Context: an optimization exercise on an open-source flow, tuned for small area and few clock cycles per item. The choices shown serve that exercise and are no tape-out recipe. Function was checked by simulation only, so behaviour that the tests miss may differ from the original.

birch:
==> flow/design.v (excerpt) <==
module aes128_core (
  input  wire         clk,
  input  wire         rst,         
  input  wire         in_valid,
  output wire         in_ready,
  input  wire [127:0] in_key,
  input  wire [127:0] in_block,
  output reg          out_valid,
  input  wire         out_ready,
  output wire [127:0] out_block
);
Size: about 4200 cells after synthesis, ~260 flip-flops, roughly 0.038 mm^2 of cells after synthesis.
==> flow/config.mk <==
export PLATFORM = sky130hd
export DESIGN_NAME = aes128_core
export DESIGN_NICKNAME = aes128_core
export VERILOG_FILES = /design/flow/design.v
export SDC_FILE = /design/flow/constraint.sdc
export NUM_CORES = 8
export LEC_CHECK = 0
export CAP_MARGIN = 20
export CORE_MARGIN = 2
export CORE_UTILIZATION = 45
export PLACE_DENSITY = 0.55
export SLEW_MARGIN = 20
export SYNTH_HIERARCHICAL = 1
export SYNTH_MINIMUM_KEEP_SIZE = 0
==> flow/constraint.sdc <==
create_clock -name core_clock -period 8.0 [get_ports {clk}]
set_input_delay 1.6000 -clock core_clock [delete_from_list [all_inputs] [get_ports {clk}]]
set_output_delay 1.6000 -clock core_clock [all_outputs]
set_load 0.01 [all_outputs]
standard.sh (not shown) runs the stock make flow with config.mk's settings and CLKGATE_MAP_FILE= SYNTH_SCRIPT=/design/flow/synth_recipe.tcl, a recipe that flattens the netlist after the stock synthesis.
==> flow/flow/run.sh <==
#!/bin/bash
# The standard layout, with the port buffers made of buf_1 cells rather than
# the delay-buffer cells that buffer_ports picks on its own.
set -euo pipefail
bash standard.sh BUFFER_PORTS_ARGS="-buffer_cell sky130_fd_sc_hd__buf_1" finish > flow_make.log 2>&1
In summary, birch completed successfully, with a layout that passed the timing, DRC and antenna checks.
Testbench counts of birch, summed over its fixed seeds: cycles 19,208, items 1,920.
Input-level comparison between oak and birch:
-- flow/config.mk --
<<< birch, line 10
export CORE_UTILIZATION = 45
export PLACE_DENSITY = 0.55
>>> oak, line 10
export CORE_UTILIZATION = 60
export PLACE_DENSITY = 0.7
Notes after the runs:
- birch ended up with met4 as its highest metal layer used by the detailed router; oak ended up with met5.
- Min post-route cell area across birch and oak: oak
- Between birch and oak, the wire length is higher for birch.
- As far as I/O pin total goes, oak and birch are indistinguishable; the numbers are identical.

========
Another version of the RTL of aes128_core (not shown whole).
Size in the first run: ~260 flip-flops, about 390 I/O pins.
Settings: LEC_CHECK=0, CAP_MARGIN=20, CORE_MARGIN=2, CORE_UTILIZATION=60, PLACE_DENSITY=0.7, SLEW_MARGIN=20, SYNTH_HIERARCHICAL=1, SYNTH_MINIMUM_KEEP_SIZE=0; clock period 8.0 ns.
==> flow/flow/run.sh <==
#!/bin/bash
# The standard layout, with the port buffers made of buf_1 cells rather than
# the delay-buffer cells that buffer_ports picks on its own, and a clock tree
# of clkbuf_4/clkbuf_8 cells without dummy loads.
set -euo pipefail
bash standard.sh BUFFER_PORTS_ARGS="-buffer_cell sky130_fd_sc_hd__buf_1" \
  CTS_ARGS="-sink_clustering_enable -repair_clock_nets -dont_use_dummy_load -buf_list {sky130_fd_sc_hd__clkbuf_4 sky130_fd_sc_hd__clkbuf_8} -sink_clustering_size 16 -sink_clustering_max_diameter 60" \
  finish > flow_make.log 2>&1
Testbench counts at the start, summed over its fixed seeds: cycles 19,208, items 1,920.
Edit:
==> flow/flow/run.sh (replaced) <==
#!/bin/bash
# The standard layout, with the port buffers made of buf_1 cells rather than
# the delay-buffer cells that buffer_ports picks on its own, and a clock tree
# without dummy loads.
set -euo pipefail
bash standard.sh BUFFER_PORTS_ARGS="-buffer_cell sky130_fd_sc_hd__buf_1" \
  CTS_ARGS="-sink_clustering_enable -repair_clock_nets -dont_use_dummy_load" \
  finish > flow_make.log 2>&1
- synthesized cell count does not change
- critical path depth does not change
- clock skew came out lower by 0.050 ns
- design area came out higher by 0.71%
- utilization came out higher by 0.48 points
- via count hardly moves

========
job 101:
aes128_core, a different RTL version from the one above (not shown whole).
Size: about 4200 cells after synthesis, ~390 I/O pins, roughly 38000 µm² of cells after synthesis.
==> flow/config.mk <==
export PLATFORM = sky130hd
export DESIGN_NAME = aes128_core
export DESIGN_NICKNAME = aes128_core
export VERILOG_FILES = /design/flow/design.v
export SDC_FILE = /design/flow/constraint.sdc
export NUM_CORES = 8
export LEC_CHECK = 0
export CAP_MARGIN = 20
export CORE_MARGIN = 2
export CORE_UTILIZATION = 45
export PLACE_DENSITY = 0.55
export SLEW_MARGIN = 20
export SYNTH_HIERARCHICAL = 1
export SYNTH_MINIMUM_KEEP_SIZE = 0
==> flow/constraint.sdc <==
create_clock -name core_clock -period 8.0 [get_ports {clk}]
set_input_delay 1.6000 -clock core_clock [delete_from_list [all_inputs] [get_ports {clk}]]
set_output_delay 1.6000 -clock core_clock [all_outputs]
set_load 0.01 [all_outputs]
==> flow/flow/run.sh <==
#!/bin/bash
# The standard layout, with the port buffers made of buf_1 cells rather than
# the delay-buffer cells that buffer_ports picks on its own.
set -euo pipefail
bash standard.sh BUFFER_PORTS_ARGS="-buffer_cell sky130_fd_sc_hd__buf_1" finish > flow_make.log 2>&1
Job 101 was carried through to the last stage, and its layout satisfied the timing, DRC and antenna checks.
Testbench counts of job 101, summed over its fixed seeds: cycles 19,208, items 1,920.
Edits applied to the flow inputs when going from job 101 to job 102:
Settings: GPL_TIMING_DRIVEN: unset -> 0.
==> flow/run.sh (new file) <==
#!/bin/bash
# synth_recipe.tcl (not shown) runs the flow's synth.tcl, then flattens the netlist and writes it again
# the make line also repeats each setting of config.mk as NAME=value (left out here)
make -C /OpenROAD-flow-scripts/flow DESIGN_CONFIG=/design/flow/config.mk WORK_HOME=/design/flow/orfs CLKGATE_MAP_FILE= SYNTH_SCRIPT=/design/flow/synth_recipe.tcl finish
removed: flow/flow/run.sh
removed: flow/standard.sh
[summary]
Across job 101 and job 102, the outcome is the same: a clean finish for every run.
Job 102 against job 101: buffering stage count on the worst path with inverters included +1, routing usage on met2 +1.8 points, setup slack -0.16 ns.
When job 102 is set beside job 101, its via count turns out to be 0.99% larger.
Compared with job 101, in job 102 buffers inserted during post-CTS setup optimization now larger; fraction of area in clock buffers and inverters saw a decrease; sum of routed wire length over all layers now sits higher; all-layer global routing usage shows no meaningful change.
Of the two values seen for beginning of the critical path, state[36]$_DFFE_PP_ was produced by job 101 and state[39]$_DFFE_PP_ by job 102.
[inputs] job 103 vs job 102
Settings: removing GPL_TIMING_DRIVEN (formerly 0).
==> flow/flow/run.sh (new file) <==
#!/bin/bash
# The standard layout, with the port buffers made of buf_2 cells rather than
# the delay-buffer cells that buffer_ports picks on its own.
set -euo pipefail
bash standard.sh BUFFER_PORTS_ARGS="-buffer_cell sky130_fd_sc_hd__buf_2" finish > flow_make.log 2>&1
==> flow/standard.sh (new file) <==
#!/bin/bash
# synth_recipe.tcl (not shown) runs the flow's synth.tcl, then flattens the netlist and writes it again
# the make line also repeats each setting of config.mk as NAME=value (left out here)
make -C /OpenROAD-flow-scripts/flow DESIGN_CONFIG=/design/flow/config.mk WORK_HOME=/design/flow/orfs CLKGATE_MAP_FILE= SYNTH_SCRIPT=/design/flow/synth_recipe.tcl "${@:-finish}"
removed: flow/run.sh
==> results.txt <==
- Of the two values seen for worst setup path endpoint, out_block[107] was produced by job 103 and out_block[1] by job 102.
- Looking at layout overhead on the synthesized area, job 103 sits 19 points below job 102.
- Total length of routed wires (job 103 over job 102): decrease, 540 µm
- Looking at job 103 and job 102, the combined global-route utilization of all metal layers is a wash.
- Going from job 102 to job 103, area after synthesis neither gained nor lost much, critical path depth now sits lower, utilization went down.
The inputs of job 104 differ from those of job 103 as listed below.
==> flow/run.sh (new file) <==
#!/bin/bash
# synth_recipe.tcl (not shown) runs the flow's synth.tcl, then flattens the netlist and writes it again
# the make line also repeats each setting of config.mk as NAME=value (left out here)
make -C /OpenROAD-flow-scripts/flow DESIGN_CONFIG=/design/flow/config.mk WORK_HOME=/design/flow/orfs CLKGATE_MAP_FILE= SYNTH_SCRIPT=/design/flow/synth_recipe.tcl finish
removed: flow/flow/run.sh
removed: flow/standard.sh
[summary]
- Between job 103 and job 104, the flow reports design area increasing by a little under 10%.
- Of job 104 and job 103, the run reporting the lower slew at the pin closest to its max-slew limit was job 104.
- Job 104 vs. job 103: routed wire length went up by 1.8%.
- Run comparison: job 104 worst setup path endpoint out_block[23]; job 103 worst setup path endpoint out_block[107]
- Re post-detailed-route wirelength per cell: job 104 and job 103 aren't equal, and the lower value belongs to job 104.
- The global-route usage of job 104 exceeds that of job 103 by 0.62 points.
- Re number of diodes added for antenna fixing: job 103 was lower than job 104.

========
RTL: one of the versions met above, not the one the previous note started from.
For scale: roughly 4,000 cells after synthesis, roughly 260 flip-flops, about 390 I/O pins, about 0.036 mm2 of cells after synthesis.
export LEC_CHECK = 0
export CAP_MARGIN = 20
export CORE_MARGIN = 2
export CORE_UTILIZATION = 60
export CTS_BUF_LIST = sky130_fd_sc_hd__clkbuf_4 sky130_fd_sc_hd__clkbuf_8
export PLACE_DENSITY = 0.7
export SLEW_MARGIN = 20
export SYNTH_HIERARCHICAL = 1
export SYNTH_MINIMUM_KEEP_SIZE = 0
create_clock -name core_clock -period 8.0 [get_ports {clk}]
==> flow/flow/run.sh <==
#!/bin/bash
# The standard layout, with the port buffers made of buf_1 cells rather than
# the delay-buffer cells that buffer_ports picks on its own.
set -euo pipefail
bash standard.sh BUFFER_PORTS_ARGS="-buffer_cell sky130_fd_sc_hd__buf_1" finish > flow_make.log 2>&1
Testbench counts at the start, summed over its fixed seeds: cycles 19,208, items 1,920.
Then changed:
==> flow/flow/run.sh (replaced) <==
#!/bin/bash
# The standard layout, with two changes: the port buffers are buf_1 cells
# rather than the delay-buffer cells that buffer_ports picks on its own, and
# after global routing the resizer gives back area on paths with slack
# (ORFS's RECOVER_POWER step).
set -euo pipefail
bash standard.sh BUFFER_PORTS_ARGS="-buffer_cell sky130_fd_sc_hd__buf_1" RECOVER_POWER=100 finish > flow_make.log 2>&1
--- a/flow/config.mk
+++ b/flow/config.mk
@@ -9,5 +9,4 @@
 export CORE_MARGIN = 2
 export CORE_UTILIZATION = 60
-export CTS_BUF_LIST = sky130_fd_sc_hd__clkbuf_4 sky130_fd_sc_hd__clkbuf_8
 export PLACE_DENSITY = 0.7
 export SLEW_MARGIN = 20
=> This time the run completed and failed the layout checks on capacitance limit, slew limit; die area stays the same; count of clock-buffer cells in the layout went down by 26; global-route usage went down by 0.21 points; worst setup slack got worse by 0.12 ns; synthesized cell count does not change; cell area went down by 0.30%; sequential share of layout area barely changes; core utilization went down by 0.21 points; first-iteration DRC count went up by 13%; routed wire length stays flat.
Then changed:
==> flow/flow/run.sh (replaced) <==
#!/bin/bash
# The standard layout, with the port buffers made of buf_1 cells rather than
# the delay-buffer cells that buffer_ports picks on its own.
set -euo pipefail
bash standard.sh BUFFER_PORTS_ARGS="-buffer_cell sky130_fd_sc_hd__buf_1" finish > flow_make.log 2>&1
--- a/flow/config.mk
+++ b/flow/config.mk
@@ -8,6 +8,6 @@
 export CAP_MARGIN = 20
 export CORE_MARGIN = 2
-export CORE_UTILIZATION = 60
-export PLACE_DENSITY = 0.7
+export CORE_UTILIZATION = 70
+export PLACE_DENSITY = 0.8
 export SLEW_MARGIN = 20
 export SYNTH_HIERARCHICAL = 1
Effect:
- Now the flow passed the timing, DRC and antenna checks
- worst setup slack is worse by 0.040 ns
- die area shrinks by 14%
- area after synthesis stays the same
- global-route usage went up by 5.9 points
- routed wire length came out lower by 0.36%
- utilization increases by 11 points
- via count increases by 3.2%
- clock-buffer cell count climbs by 10
- register-to-register slack improves by 0.099 ns

========
Another version of the RTL of aes128_core (not shown whole).
Size: roughly 4000 cells after synthesis, roughly 260 flip-flops, about 390 I/O pins, roughly 36000 um2 of cells after synthesis.
## aes128_core
module aes128_core (
  input  wire         clk,
  input  wire         rst,         
  input  wire         in_valid,
  output wire         in_ready,
  input  wire [127:0] in_key,
  input  wire [127:0] in_block,
  output reg          out_valid,
  input  wire         out_ready,
  output wire [127:0] out_block
);
Settings: LEC_CHECK=0, CAP_MARGIN=20, CORE_MARGIN=2, CORE_UTILIZATION=60, PLACE_DENSITY=0.7, SLEW_MARGIN=20, SYNTH_HIERARCHICAL=1, SYNTH_MINIMUM_KEEP_SIZE=0; clock period 8.0 ns.
==> flow/flow/run.sh <==
#!/bin/bash
# The standard layout, with the port buffers made of buf_1 cells rather than
# the delay-buffer cells that buffer_ports picks on its own, and a clock tree
# of clkbuf_4 cells without dummy loads.
set -euo pipefail
bash standard.sh BUFFER_PORTS_ARGS="-buffer_cell sky130_fd_sc_hd__buf_1" \
  GLOBAL_PLACEMENT_ARGS="-timing_driven_repair_tns_end_percent 0" \
  CTS_ARGS="-sink_clustering_enable -repair_clock_nets -dont_use_dummy_load -buf_list {sky130_fd_sc_hd__clkbuf_4} -sink_clustering_size 9 -sink_clustering_max_diameter 40" \
  finish > flow_make.log 2>&1
Testbench counts at the start, summed over its fixed seeds: cycles 19,208, items 1,920.
==> next run, changes <==
--- a/flow/flow/run.sh
+++ b/flow/flow/run.sh
@@ -5,5 +5,4 @@
 set -euo pipefail
 bash standard.sh BUFFER_PORTS_ARGS="-buffer_cell sky130_fd_sc_hd__buf_1" \
-  GLOBAL_PLACEMENT_ARGS="-timing_driven_repair_tns_end_percent 0" \
   CTS_ARGS="-sink_clustering_enable -repair_clock_nets -dont_use_dummy_load -buf_list {sky130_fd_sc_hd__clkbuf_4} -sink_clustering_size 9 -sink_clustering_max_diameter 40" \
   finish > flow_make.log 2>&1
CORE_UTILIZATION = 70   (was 60)
PLACE_DENSITY = 0.8   (was 0.7)
The changed run completed with no timing, DRC or antenna violations. Global-route usage climbs by 5.5 points. Synthesized area does not change. Register-to-register slack gets worse by 160 ps. Worst setup slack got worse by 160 ps. Clock-buffer cell count decreases by 2.
==> next run, changes <==
==> flow/flow/run.sh (replaced) <==
#!/bin/bash
# The standard layout, with the port buffers made of buf_1 cells rather than
# the delay-buffer cells that buffer_ports picks on its own, and a clock tree
# of clkbuf_4 cells without dummy loads.
set -euo pipefail
bash standard.sh BUFFER_PORTS_ARGS="-buffer_cell sky130_fd_sc_hd__buf_1" \
  CTS_ARGS="-sink_clustering_enable -repair_clock_nets -dont_use_dummy_load -buf_list {sky130_fd_sc_hd__clkbuf_4} -sink_clustering_size 10 -sink_clustering_max_diameter 45" \
  finish > flow_make.log 2>&1
CORE_UTILIZATION = 60   (was 70)
PLACE_DENSITY = 0.7   (was 0.8)
- routed wire length stays flat
- final cell count rose by 2.5%
- die area rose by 16%
- worst hold slack is better by 3.6 ps
==> next run, changes <==
==> flow/flow/run.sh (replaced) <==
#!/bin/bash
# The standard layout, with the port buffers made of buf_1 cells rather than
# the delay-buffer cells that buffer_ports picks on its own.
set -euo pipefail
bash standard.sh BUFFER_PORTS_ARGS="-buffer_cell sky130_fd_sc_hd__buf_1" finish > flow_make.log 2>&1
The changed run went through all stages and came out clean.
Worst hold slack improves by 5.2 ps.
Maximum frequency goes down by 1.1%.
Clock skew goes down by 99 ps.
Final area goes up by 2.1%.
Sequential cell count is unchanged.
Global-route usage goes up by 0.23 points.
Die area stays the same.
Utilization goes up by 1.4 points.
Routed wire length goes up by 0.86%.

========
## v21
Starting RTL as in the previous note.
clock: 8.0 ns
lec_check: 0
cap_margin: 20
core_margin: 2
core_utilization: 75
place_density: 0.84
slew_margin: 20
synth_hierarchical: 1
synth_minimum_keep_size: 0
==> flow/flow/run.sh <==
#!/bin/bash
# The standard layout, with the port buffers made of buf_1 cells rather than
# the delay-buffer cells that buffer_ports picks on its own, and a clock tree
# of clkbuf_4 cells without dummy loads.
set -euo pipefail
bash standard.sh BUFFER_PORTS_ARGS="-buffer_cell sky130_fd_sc_hd__buf_1" \
  CTS_ARGS="-sink_clustering_enable -repair_clock_nets -dont_use_dummy_load -buf_list {sky130_fd_sc_hd__clkbuf_4} -sink_clustering_size 9 -sink_clustering_max_diameter 40" \
  finish > flow_make.log 2>&1
Testbench counts of v21, summed over its fixed seeds: cycles 19,208, items 1,920.
Relative to v21, the following input files were edited for v11:
Settings: a change of PLACE_DENSITY from 0.84 to 0.86; a change of CORE_UTILIZATION from 75 to 70.
--- outcome ---
- The capturing instance or port of the critical path comes out state[20] in one run and rkey[6] in the other, namely in v11 and v21 respectively.
- v11 vs v21, number of detailed-route iterations in the first pass went down by 22.
- Worst-case setup slack after placement ends up lower on v21.
- v11 vs v21, number of standard cells in the final layout excluding fillers went up by 1.7%.
- Against v21, detailed-routing wirelength on met1 in v11 rose by a few percent.
- Comparing v21 and v11, the higher total routed wirelength is on v21.
Input changes introduced in v25 (baseline for comparison: v11):
Settings: CORE_UTILIZATION: 70 -> 60; PLACE_DENSITY: 0.86 -> 0.7.
==> results.txt <==
- v25 reached the end of the flow, and the finished layout is clean on the timing, DRC and antenna checks.
- [compare] base=v11 new=v25: sum of routed wire length over all layers now sits lower; full die area now sits higher.
- Diff v11..v25 | clock-cell share of area | negligible
- Between v25 and v11, final area is higher for v25, v11 comes in under that.
- Taking v11 as the reference, in v25 final critical-path setup slack climbed 0.082 ns, signed area change from the synthesized netlist to the final layout climbed 0.92 points, met3 track demand over resource in global routing dropped 2.5 points.
- Between v25 and v11, the logic depth of the worst setup path including buffers is lower for v11.
The inputs of v19 differ from those of v25 as listed below.
Settings: PLACE_DENSITY: 0.7 -> 0.8; CORE_UTILIZATION: 60 -> 70.
--- a/flow/flow/run.sh
+++ b/flow/flow/run.sh
@@ -6,3 +6,3 @@
 bash standard.sh BUFFER_PORTS_ARGS="-buffer_cell sky130_fd_sc_hd__buf_1" \
-  CTS_ARGS="-sink_clustering_enable -repair_clock_nets -dont_use_dummy_load -buf_list {sky130_fd_sc_hd__clkbuf_4} -sink_clustering_size 9 -sink_clustering_max_diameter 40" \
+  CTS_ARGS="-sink_clustering_enable -repair_clock_nets -dont_use_dummy_load -buf_list {sky130_fd_sc_hd__clkbuf_4} -sink_clustering_size 10 -sink_clustering_max_diameter 45" \
   finish > flow_make.log 2>&1
--- outcome ---
- Re fmax: v25 and v19 aren't equal, and the lower value belongs to v19.
- Looking at die outline height, v19 sits about 7% below v25.
- Looking at fill cell total of the finished layout, v19 sits about 30% lower than v25 does.
- Time the worst path needs with I/O delays and setup | v19 above v25
- v19 vs. v25: met2 usage in global routing went up by 8.0 points.
Changes in v53 relative to v19:
Settings: CORE_UTILIZATION now 60, was 70; PLACE_DENSITY now 0.7, was 0.8.
==> flow/flow/run.sh <==
#!/bin/bash
# The standard layout, with the port buffers made of buf_1 cells rather than
# the delay-buffer cells that buffer_ports picks on its own, timing-driven
# global placement that does not keep the resizer's trial changes, and a
# clock tree of clkbuf_8 cells without dummy loads.
set -euo pipefail
bash standard.sh BUFFER_PORTS_ARGS="-buffer_cell sky130_fd_sc_hd__buf_1" \
  GPL_KEEP_OVERFLOW=0 \
  CTS_ARGS="-sink_clustering_enable -repair_clock_nets -dont_use_dummy_load -buf_list {sky130_fd_sc_hd__clkbuf_8} -sink_clustering_size 16 -sink_clustering_max_diameter 60" \
  finish > flow_make.log 2>&1
==> results.txt <==
- Of the two values seen for highest metal layer used by the detailed router, met4 was produced by v53 and met5 by v19.
- v53 against v19; count of cell instances traversed by the critical path is up by a few percent.
- Summary — worst hold slack, v53 relative to v19: lower, by 0.022 ns.

## re-timing with driven ports
How much do the figures lean on ideal ports? The routed layouts below were timed once more, with nothing changed but the port constraints. Step 1 assumes that a clkbuf_16 drives the clock port and a buf_2 every other input. Step 2 adds t to the input delays and takes it off the output delays; t is the mean of the earliest and latest rising clock arrival at the registers after step 1. Input paths then give back, and output paths get back, about the clock's delay inside the block. a / b / c = no drivers / after step 1 / after step 2; a / b = the first two.
| run | shift t [ns] | slack for setup (ns) | hold WS [ns] | latest minus earliest clock arrival (ns) | worst data-port slew with drivers (ns) |
|---|---|---|---|---|---|
| birch | 0.625 | 0.678 / 0.724 / 0.099 | 0.597 / 0.597 / 0.597 | 0.029 / 0.029 | 0.09 |
| oak | 0.599 | 0.625 / 0.666 / 0.066 | 0.596 / 0.596 / 0.596 | 0.022 / 0.021 | 0.04 |
| the first run of note 2 | 0.657 | 0.544 / 0.544 / -0.032 | 0.589 / 0.589 / 0.589 | 0.073 / 0.074 | 0.08 |
| the second run of note 2 | 0.655 | 0.482 / 0.482 / -0.105 | 0.590 / 0.590 / 0.590 | 0.023 / 0.023 | 0.07 |
| job 101 | 0.626 | 0.261 / 0.196 / 0.151 | 0.637 / 0.637 / 0.637 | 0.028 / 0.028 | 0.12 |
| job 102 | 0.627 | 0.105 / 0.035 / -0.352 | 0.666 / 0.666 / 0.666 | 0.026 / 0.027 | 0.07 |
| job 103 | 0.627 | 0.255 / 0.190 / 0.008 | 0.618 / 0.618 / 0.618 | 0.025 / 0.026 | 0.15 |
| job 104 | 0.627 | 0.228 / 0.164 / -0.137 | 0.622 / 0.622 / 0.622 | 0.035 / 0.035 | 0.06 |
| the first run of note 4 | 0.700 | 0.481 / 0.481 / -0.088 | 0.591 / 0.591 / 0.591 | 0.048 / 0.047 | 0.07 |
| the second run of note 4 | 0.661 | 0.361 / 0.361 / -0.221 | 0.590 / 0.590 / 0.590 | 0.015 / 0.014 | 0.07 |
| the third run of note 4 | 0.611 | 0.321 / 0.357 / -0.254 | 0.609 / 0.609 / 0.609 | 0.027 / 0.027 | 0.12 |
| the first run of note 5 | 0.873 | 0.534 / 0.534 / -0.131 | 0.599 / 0.599 / 0.599 | 0.113 / 0.112 | 0.05 |
| the second run of note 5 | 0.838 | 0.377 / 0.377 / -0.233 | 0.600 / 0.600 / 0.600 | 0.111 / 0.111 | 0.10 |
| the third run of note 5 | 0.877 | 0.506 / 0.506 / -0.058 | 0.603 / 0.603 / 0.603 | 0.113 / 0.114 | 0.05 |
| the fourth run of note 5 | 0.621 | 0.423 / 0.469 / -0.152 | 0.608 / 0.608 / 0.608 | 0.014 / 0.015 | 0.05 |
| v21 | 0.823 | 0.425 / 0.448 / -0.375 | 0.603 / 0.603 / 0.603 | 0.094 / 0.094 | 0.05 |
| v11 | 0.866 | 0.452 / 0.452 / -0.189 | 0.591 / 0.591 / 0.591 | 0.112 / 0.112 | 0.06 |
| v25 | 0.873 | 0.534 / 0.534 / -0.131 | 0.599 / 0.599 / 0.599 | 0.113 / 0.112 | 0.05 |
| v19 | 0.832 | 0.451 / 0.451 / -0.166 | 0.611 / 0.611 / 0.611 | 0.137 / 0.137 | 0.10 |
| v53 | 0.657 | 0.343 / 0.343 / -0.182 | 0.589 / 0.589 / 0.589 | 0.066 / 0.067 | 0.05 |
The setup slack of v21, which loses most, moves by +0.023 ns with the drivers and by -0.800 ns with both steps.
